Source: an optimization exercise on an open RTL-to-GDS flow (aim: small area and a short achievable clock period). Production flows keep margins and buffers that such runs may drop.
In this exercise RTL edits were held to simulation tests only and were not proved equivalent to the original.

--- config.mk ---
export PLATFORM = sky130hd
export DESIGN_NAME = gx_word_codec
export DESIGN_NICKNAME = gx_word_codec
export VERILOG_FILES = /design/flow/design.v
export SDC_FILE = /design/flow/constraint.sdc
export NUM_CORES = 4
export LEC_CHECK = 0
export CAP_MARGIN = 20
export CORE_MARGIN = 2
export CORE_UTILIZATION = 40
export SLEW_MARGIN = 20
--- constraint.sdc ---
create_clock -name core_clock -period 26.0 [get_ports {clk}]
set_input_delay 5.2000 -clock core_clock [delete_from_list [all_inputs] [get_ports {clk}]]
set_output_delay 5.2000 -clock core_clock [all_outputs]
set_load 0.01 [all_outputs]
--- design.v ---
module gx_codec_lane (
    input  wire        clk,
    input  wire        in_op,
    input  wire [30:0] in_word,
    input  wire [15:0] in_row,
    output reg  [2:0]  out_status,
    output reg  [19:0] out_data,
    output reg  [10:0] out_syn,
    output reg  [10:0] out_wk       
);
    reg        s1_op;
    reg [30:0] s1_word;
    reg [15:0] s1_row;
    always @(posedge clk) begin
        s1_op   <= in_op;
        s1_word <= in_op ? in_word : {11'd0, in_word[19:0], 10'd0};
        s1_row  <= in_row;
    end
    wire [19:0] d   = s1_word[29:10];
    wire [9:0]  kr  = s1_word[9:0];
    wire [9:0]  kin = kr;
    wire [45:0] x   = {s1_row, d, kin};
    wire        s0  = ^s1_word;
    wire        xp  = ^{d, kin};
    wire [9:0]  r;
    wire [4:0]  s1, s3, sq;
    assign r[0]  = ^(x & 46'h1555549eac01);
    assign r[1]  = ^(x & 46'h1999a93d5802);
    assign r[2]  = ^(x & 46'h0b4b527ab004);
    assign r[3]  = ^(x & 46'h0679b06bcc08);
    assign r[4]  = ^(x & 46'h3e1e20d79810);
    assign r[5]  = ^(x & 46'h0ab555319c20);
    assign r[6]  = ^(x & 46'h3999befd9440);
    assign r[7]  = ^(x & 46'h1e1e3dfb2880);
    assign r[8]  = ^(x & 46'h1fe02f68fd00);
    assign r[9]  = ^(x & 46'h20000a4f5600);
    assign s1[0] = ^(x & 46'h00002ec7cd21);
    assign s1[1] = ^(x & 46'h00001d8f9a42);
    assign s1[2] = ^(x & 46'h000015d8f9a4);
    assign s1[3] = ^(x & 46'h00002bb1f348);
    assign s1[4] = ^(x & 46'h00001763e690);
    assign s3[0] = ^(x & 46'h0679b51df261);
    assign s3[1] = ^(x & 46'h3fe00c2d477c);
    assign s3[2] = ^(x & 46'h2b4b5a8ef930);
    assign s3[3] = ^(x & 46'h01fe2616a3be);
    assign s3[4] = ^(x & 46'h0d32f7c985a8);
    assign sq[0] = ^(s1 & 5'h11);
    assign sq[1] = ^(s1 & 5'h08);
    assign sq[2] = ^(s1 & 5'h12);
    assign sq[3] = ^(s1 & 5'h18);
    assign sq[4] = ^(s1 & 5'h04);
    function [4:0] gf_mul(input [4:0] a, input [4:0] b);
        reg [4:0] t;
        integer   i;
        begin
            gf_mul = 5'd0;
            t = a;
            for (i = 0; i < 5; i = i + 1) begin
                if (b[i])
                    gf_mul = gf_mul ^ t;
                t = {t[3:0], 1'b0} ^ (t[4] ? 5'b00101 : 5'b00000);
            end
        end
    endfunction
    wire [4:0]  u = s3 ^ gf_mul(s1, sq);
    wire [30:0] root;
    assign root[0] = ({^(s1 & 5'h14), ^(s1 & 5'h10), ^(s1 & 5'h16), ^(s1 & 5'h0a), ^(s1 & 5'h10)} == u);
    assign root[1] = ({^(s1 & 5'h1c), ^(s1 & 5'h00), ^(s1 & 5'h05), ^(s1 & 5'h01), ^(s1 & 5'h0c)} == u);
    assign root[2] = ({^(s1 & 5'h1b), ^(s1 & 5'h18), ^(s1 & 5'h13), ^(s1 & 5'h00), ^(s1 & 5'h0a)} == u);
    assign root[3] = ({^(s1 & 5'h16), ^(s1 & 5'h04), ^(s1 & 5'h10), ^(s1 & 5'h11), ^(s1 & 5'h06)} == u);
    assign root[4] = ({^(s1 & 5'h0f), ^(s1 & 5'h05), ^(s1 & 5'h0d), ^(s1 & 5'h08), ^(s1 & 5'h01)} == u);
    assign root[5] = ({^(s1 & 5'h0f), ^(s1 & 5'h08), ^(s1 & 5'h05), ^(s1 & 5'h0a), ^(s1 & 5'h1a)} == u);
    assign root[6] = ({^(s1 & 5'h0a), ^(s1 & 5'h04), ^(s1 & 5'h15), ^(s1 & 5'h10), ^(s1 & 5'h0a)} == u);
    assign root[7] = ({^(s1 & 5'h14), ^(s1 & 5'h1d), ^(s1 & 5'h1e), ^(s1 & 5'h08), ^(s1 & 5'h0b)} == u);
    assign root[8] = ({^(s1 & 5'h19), ^(s1 & 5'h0c), ^(s1 & 5'h15), ^(s1 & 5'h1b), ^(s1 & 5'h1c)} == u);
    assign root[9] = ({^(s1 & 5'h05), ^(s1 & 5'h01), ^(s1 & 5'h18), ^(s1 & 5'h18), ^(s1 & 5'h0b)} == u);
    assign root[10] = ({^(s1 & 5'h1b), ^(s1 & 5'h15), ^(s1 & 5'h1b), ^(s1 & 5'h02), ^(s1 & 5'h11)} == u);
    assign root[11] = ({^(s1 & 5'h13), ^(s1 & 5'h08), ^(s1 & 5'h00), ^(s1 & 5'h0b), ^(s1 & 5'h16)} == u);
    assign root[12] = ({^(s1 & 5'h11), ^(s1 & 5'h1c), ^(s1 & 5'h06), ^(s1 & 5'h10), ^(s1 & 5'h00)} == u);
    assign root[13] = ({^(s1 & 5'h02), ^(s1 & 5'h19), ^(s1 & 5'h0e), ^(s1 & 5'h19), ^(s1 & 5'h0d)} == u);
    assign root[14] = ({^(s1 & 5'h16), ^(s1 & 5'h09), ^(s1 & 5'h18), ^(s1 & 5'h13), ^(s1 & 5'h1d)} == u);
    assign root[15] = ({^(s1 & 5'h0a), ^(s1 & 5'h09), ^(s1 & 5'h1d), ^(s1 & 5'h12), ^(s1 & 5'h11)} == u);
    assign root[16] = ({^(s1 & 5'h11), ^(s1 & 5'h11), ^(s1 & 5'h0e), ^(s1 & 5'h12), ^(s1 & 5'h1b)} == u);
    assign root[17] = ({^(s1 & 5'h07), ^(s1 & 5'h15), ^(s1 & 5'h1e), ^(s1 & 5'h03), ^(s1 & 5'h1d)} == u);
    assign root[18] = ({^(s1 & 5'h08), ^(s1 & 5'h10), ^(s1 & 5'h13), ^(s1 & 5'h0b), ^(s1 & 5'h1c)} == u);
    assign root[19] = ({^(s1 & 5'h07), ^(s1 & 5'h18), ^(s1 & 5'h16), ^(s1 & 5'h01), ^(s1 & 5'h06)} == u);
    assign root[20] = ({^(s1 & 5'h0d), ^(s1 & 5'h1c), ^(s1 & 5'h03), ^(s1 & 5'h11), ^(s1 & 5'h0c)} == u);
    assign root[21] = ({^(s1 & 5'h19), ^(s1 & 5'h01), ^(s1 & 5'h1d), ^(s1 & 5'h19), ^(s1 & 5'h07)} == u);
    assign root[22] = ({^(s1 & 5'h00), ^(s1 & 5'h0d), ^(s1 & 5'h08), ^(s1 & 5'h02), ^(s1 & 5'h1b)} == u);
    assign root[23] = ({^(s1 & 5'h05), ^(s1 & 5'h0c), ^(s1 & 5'h10), ^(s1 & 5'h1a), ^(s1 & 5'h10)} == u);
    assign root[24] = ({^(s1 & 5'h1e), ^(s1 & 5'h19), ^(s1 & 5'h0b), ^(s1 & 5'h18), ^(s1 & 5'h01)} == u);
    assign root[25] = ({^(s1 & 5'h0d), ^(s1 & 5'h11), ^(s1 & 5'h0b), ^(s1 & 5'h13), ^(s1 & 5'h17)} == u);
    assign root[26] = ({^(s1 & 5'h1c), ^(s1 & 5'h0d), ^(s1 & 5'h0d), ^(s1 & 5'h03), ^(s1 & 5'h17)} == u);
    assign root[27] = ({^(s1 & 5'h1e), ^(s1 & 5'h14), ^(s1 & 5'h03), ^(s1 & 5'h1a), ^(s1 & 5'h1a)} == u);
    assign root[28] = ({^(s1 & 5'h08), ^(s1 & 5'h1d), ^(s1 & 5'h1b), ^(s1 & 5'h09), ^(s1 & 5'h07)} == u);
    assign root[29] = ({^(s1 & 5'h02), ^(s1 & 5'h14), ^(s1 & 5'h06), ^(s1 & 5'h1b), ^(s1 & 5'h16)} == u);
    assign root[30] = ({^(s1 & 5'h13), ^(s1 & 5'h05), ^(s1 & 5'h08), ^(s1 & 5'h09), ^(s1 & 5'h0d)} == u);
    wire z1   = (s1 == 5'd0);
    wire s3z  = (s3 == 5'd0);
    wire eq   = (u == 5'd0);
    wire any1 = |root[29:0];
    wire corr = s1_op & ~z1 & any1 & (eq | (~s0 & ~root[30]));
    wire good = z1 & s3z;                     
    wire uncp = ~corr & ~good;                
    wire [29:0] flip = root[29:0] & {30{corr}};
    reg [2:0] status;
    always @* begin
        if (corr)
            status = (eq & s0) ? 3'd1 : 3'd2;
        else if (good)
            status = s0 ? 3'd1 : 3'd0;
        else if (z1 & s0 & (s3 == 5'b00100))
            status = 3'd4;
        else
            status = 3'd3;
    end
    wire [9:0] k_dec = kr ^ flip[9:0] ^ ({10{uncp}} & (r ^ 10'h383));
    wire       p_dec = s1_word[30] ^ s0 ^ (corr & eq) ^ (uncp & ^r);
    wire [9:0] k_out = s1_op ? k_dec : r;
    wire       p_out = s1_op ? p_dec : (xp ^ ^r);
    always @(posedge clk) begin
        out_status <= status;
        out_data   <= d ^ flip[29:10];
        out_syn    <= {s0, s1, s3};
        out_wk     <= {p_out, k_out};
    end
endmodule
module gx_word_codec #(
    parameter LANES = 4
) (
    input  wire                 clk,
    input  wire                 rst,           
    input  wire                 in_valid,
    input  wire [LANES-1:0]     in_op,         
    input  wire [31*LANES-1:0]  in_word,
    input  wire [16*LANES-1:0]  in_row,
    output reg                  out_valid,
    output wire [3*LANES-1:0]   out_status,
    output wire [20*LANES-1:0]  out_data,
    output wire [11*LANES-1:0]  out_syn,
    output wire [31*LANES-1:0]  out_word
);
    reg s1_valid;
    always @(posedge clk) begin
        if (rst) begin
            s1_valid  <= 1'b0;
            out_valid <= 1'b0;
        end else begin
            s1_valid  <= in_valid;
            out_valid <= s1_valid;
        end
    end
    genvar n;
    generate
        for (n = 0; n < LANES; n = n + 1) begin : g_lane
            wire [10:0] wk;
            gx_codec_lane u_lane (
                .clk        (clk),
                .in_op      (in_op[n]),
                .in_word    (in_word[31*n +: 31]),
                .in_row     (in_row[16*n +: 16]),
                .out_status (out_status[3*n +: 3]),
                .out_data   (out_data[20*n +: 20]),
                .out_syn    (out_syn[11*n +: 11]),
                .out_wk     (wk)
            );
            assign out_word[31*n +: 31] = {wk[10], out_data[20*n +: 20], wk[9:0]};
        end
    endgenerate
endmodule
--- run.sh ---
#!/bin/bash
# synth_recipe.tcl (not shown) runs the flow's synth.tcl, then flattens the netlist and writes it again
# the make line also repeats each setting of config.mk as NAME=value (left out here)
make -C /OpenROAD-flow-scripts/flow DESIGN_CONFIG=/design/flow/config.mk WORK_HOME=/design/flow/orfs CLKGATE_MAP_FILE= SYNTH_SCRIPT=/design/flow/synth_recipe.tcl finish
==> metrics.cfg <==
[die]
fp.dieH_um=291.2
io_pins=456
core_area_um2=81850
start_util=0.4032
dieWidth_um=291.2
die_area_um2=84810
num_rows=105

[grt]
grt_pass1_wl_mm=171.4
grt_max_degree=35
antenna_found_initial=0
grt.overflow.total=0
grt_usage=0.2646
grt_pass1_vias=25820

[clock_network]
cts_tree=built
cts_resized=0
cts_sinks=374
postCtsSetupBuffers=0
clkLatencyLatePin_ps=600
path_clk_slew_ps=60
htree_levels=2
cts_inserted_buffers=45
cts_hold_buf=0
cts_root_buf=clkbuf_16
cts_buffer_depth=3

[flow_run]
maxCapViolations=0

[worst_setup_path]
crit_path_cell_trace=xor3_1, xor3_1, xor3_2, clkinv_1, ha_1, nand3_1, o31ai_4, xor2_2, nor2_1, mux2_2, o211ai_1, nand4_1, or4_1, nor4_2, or2b_2, o21ai_0, o221ai_1, a32oi_1
cp_common_cell=xor3_1
worst-setup-path-type=flop to flop
end_kind=flop
critPathArrivalTime_ps=8550
path_max_fanout=27
critPathLaunchType=flop
cpPeakStageDelay_ps=890
required_ps=26430
crit_slowest_cell=clkinv_1

[routing]
routed-via-count=26840
wl_mm=116.4
postRouteAntennaNets=0
drt_first_pass_iters=6
route.detailed.drc=0
wl_per_cell_um=23.77
via_per_inst=5.479
drt-initial-drc-count=2439

[logic_synthesis]
syn_nets=3777
async_flop_share=0
syn_area_per_cell_um2=9.244
ys_seq_area_frac=0.2269
synth_seq_cells=374
yosysUniqueCellTypes=101
ys.flop_type=dfxtp_1
postSynthCellCount=3570
synth_area_um2=33000
synth_edf_count=0
ys_warn_count=2

[timing]
min_period_ps=8124
fmax_ghz=0.1231
layout_setup_ws_ps=17880
tightest_slew_ps=1167
slew_viol_final=0
skew_ps=26.70
fin_crit_sh=0.3125
relSlewSlack=0.2167
setup_viol=0
rsz0062_at_grt=no
finalHoldViolations=0
final.setup.tns_ps=0

[placement]
place.gp.congestion=0.9675
dp_hpwl_mm=91.37
post-place-ws_ps=17980
io_buffers=455

[final_layout]
multiInputGateArea_um2=23570
final_util=0.4783
fin_nets=3998
seqCellArea_um2=7487
fillCellCount=7803
antenna-diode-count=0
area_growth_pct=18.64
drive_above_1_share=0.08699

[min_path]
hold_class=flop to flop

[run_status]
outcome=complete, no violations

==> path summary, 6_finish.rpt <==
| kind | startpoint | endpoint | slack, ps | depth (start not counted) |
|---|---|---|---|---|
| worst max-delay path | g_lane[1].u_lane.s1_word[26]$_DFF_P_ | g_lane[1].u_lane.out_wk[2]$_DFF_P_ | 17880 | 18 |
| worst min-delay path | s1_valid$_SDFF_PP0_ | out_valid$_SDFF_PP0_ | 440 | 1 |
| worst max register to register | g_lane[1].u_lane.s1_word[26]$_DFF_P_ | g_lane[1].u_lane.out_wk[2]$_DFF_P_ | 17880 | 18 |
| worst min register to register | s1_valid$_SDFF_PP0_ | out_valid$_SDFF_PP0_ | 440 | 1 |
==> critical path, delay by kind of cell (launching register included) <==
family / cells / cell delay, ps
AO/OA/AOI/OAI: 5 / 1060
XOR/XNOR: 4 / 2380
adder cells (fa/ha/maj): 1 / 830
buffers and inverters: 1 / 890
flip-flops: 1 / 550
multiplexers: 1 / 310
AND/OR/NAND/NOR: 6 / 1900
==> cells in the mapped netlist, types with 17 or more instances <==
master     number  share of area
nand2b_1       27         0.0051
xnor2_1       864           0.23
xnor2_2        27          0.013
nand4_1        29         0.0055
nor4_1         20         0.0038
clkbuf_1      115          0.013
nor2_1        216          0.025
and3_1         41         0.0078
inv_2          19         0.0022
nand3_1        79          0.012
xor3_1         21          0.015
a211oi_1       19         0.0043
xor2_1        245          0.065
mux2i_1        60          0.018
inv_1          44         0.0050
o22ai_1        22         0.0042
o2111ai_1      21         0.0056
nand2_1       155          0.018
mux2_2         90          0.031
o211ai_1       31         0.0071
a21oi_1        77          0.012
buf_1          37         0.0042
a32oi_1        17         0.0045
o21ai_0        92          0.014
dfxtp_1       374           0.23
xnor3_1       127          0.087
o221ai_1       25         0.0066
buf_4          94          0.021
a31oi_1        18         0.0034
buf_2          84          0.013
or3_1          20         0.0038
nor3_1        120          0.018
and2_1         68          0.013
==> layout by cell type (no fill, tap or decap), types with 10 or more instances in the layout <==
master and instances:
clkdlybuf4s50_1 454, o211ai_1 31, nand2b_1 27, nor4_1 19, mux2_2 90, o21ai_0 92
xnor3_1 127, ha_1 12, nor2b_1 10, buf_4 54, mux2i_1 60, or4_1 11
nor3_1 120, or3_1 20, o31ai_1 12, nor3b_1 10, a211o_1 11, xor2_2 11
a32oi_1 17, inv_1 44, a211oi_1 19, a21oi_1 77, nand3_1 79, o22ai_1 22
o21ai_1 11, clkbuf_16 45, xor2_1 243, and3_1 41, xor3_1 21, nand4_1 29
xnor2_2 28, o2111ai_1 21, inv_2 19, o221ai_1 24, and2_1 68, nor2_1 216
xnor2_1 863, dfxtp_1 374, nand2_1 155, a31oi_1 18
==> metal layers <==
metal / global-route usage / routed length (um)
met2: 0.4366 / 54460
met3: 0.02512 / 7227
met5: 0 / 0
met1: 0.3658 / 51290
met4: 0.07810 / 3439
==> flip-flops by register name (all words and copies together) (netlist names) <==
name,flops
out_valid,1
g_lane.u_lane.out_status,12
g_lane.u_lane.s1_word,124
s1_valid,1
g_lane.u_lane.s1_row,64
g_lane.u_lane.s1_op,4
g_lane.u_lane.out_wk,44
g_lane.u_lane.out_data,80
g_lane.u_lane.out_syn,44
==> stage by stage <==
stage | hold slack (ps) | std cells | area, um^2
floorplan | 413.8 | 3570 | 33000
global placement | 421.3 | 4814 | 37590
detailed placement | 429.6 | 4814 | 37590
CTS | 446.2 | 4898 | 39160
global route | 446.8 | 4898 | 39150
finish | 442.8 | 4898 | 39150
==> logic make-up (layout without fill, tap and decap cells) <==
logic type | Yosys count | in the layout | share of synthesized area
flops | 374 | 374 | 0.2269
mux | 151 | 151 | 0.04925
fa+ha+maj | 20 | 20 | 0.007052
compound gates | 462 | 462 | 0.09922
xor+xnor | 1311 | 1311 | 0.4277
simple gates | 852 | 852 | 0.1298
buf+inv | 400 | 658 | 0.06013
==> cell type report <==
cell class	count	share of cell area
Multi-Input combinational cell	2796	0.6019
Clock inverter	27	0.009204
Inverter	65	0.006232
Sequential cell	374	0.1912
Timing Repair Buffer	509	0.1266
Tap cell	1070	0.03420
Clock buffer	57	0.03068

==> what the ideal ports hide <==
How much do the figures lean on ideal ports? The routed layout below was timed once more, with nothing changed but the port constraints.
Step 1: set_driving_cell puts a clkbuf_16 on clk and a buf_2 on each other input, an assumption about the parent block.
Step 2 adds t to the input delays and takes it off the output delays; t is the mean of the earliest and latest rising clock arrival at the registers after step 1. Input paths then give back, and output paths get back, about the clock's delay inside the block.
Three values: ideal, step 1, step 2; two values: the first two.
t (ns): 0.651
slack for setup (ns): 17.876 / 17.876 / 17.876
latest minus earliest clock arrival (ns): 0.026 / 0.027
worst slew at a driven data input, ns: 0.07
After both steps setup and hold are still met in this run. For this run, drivers alone change the setup slack by 0.000 ns; drivers and shift together by 0.000 ns.
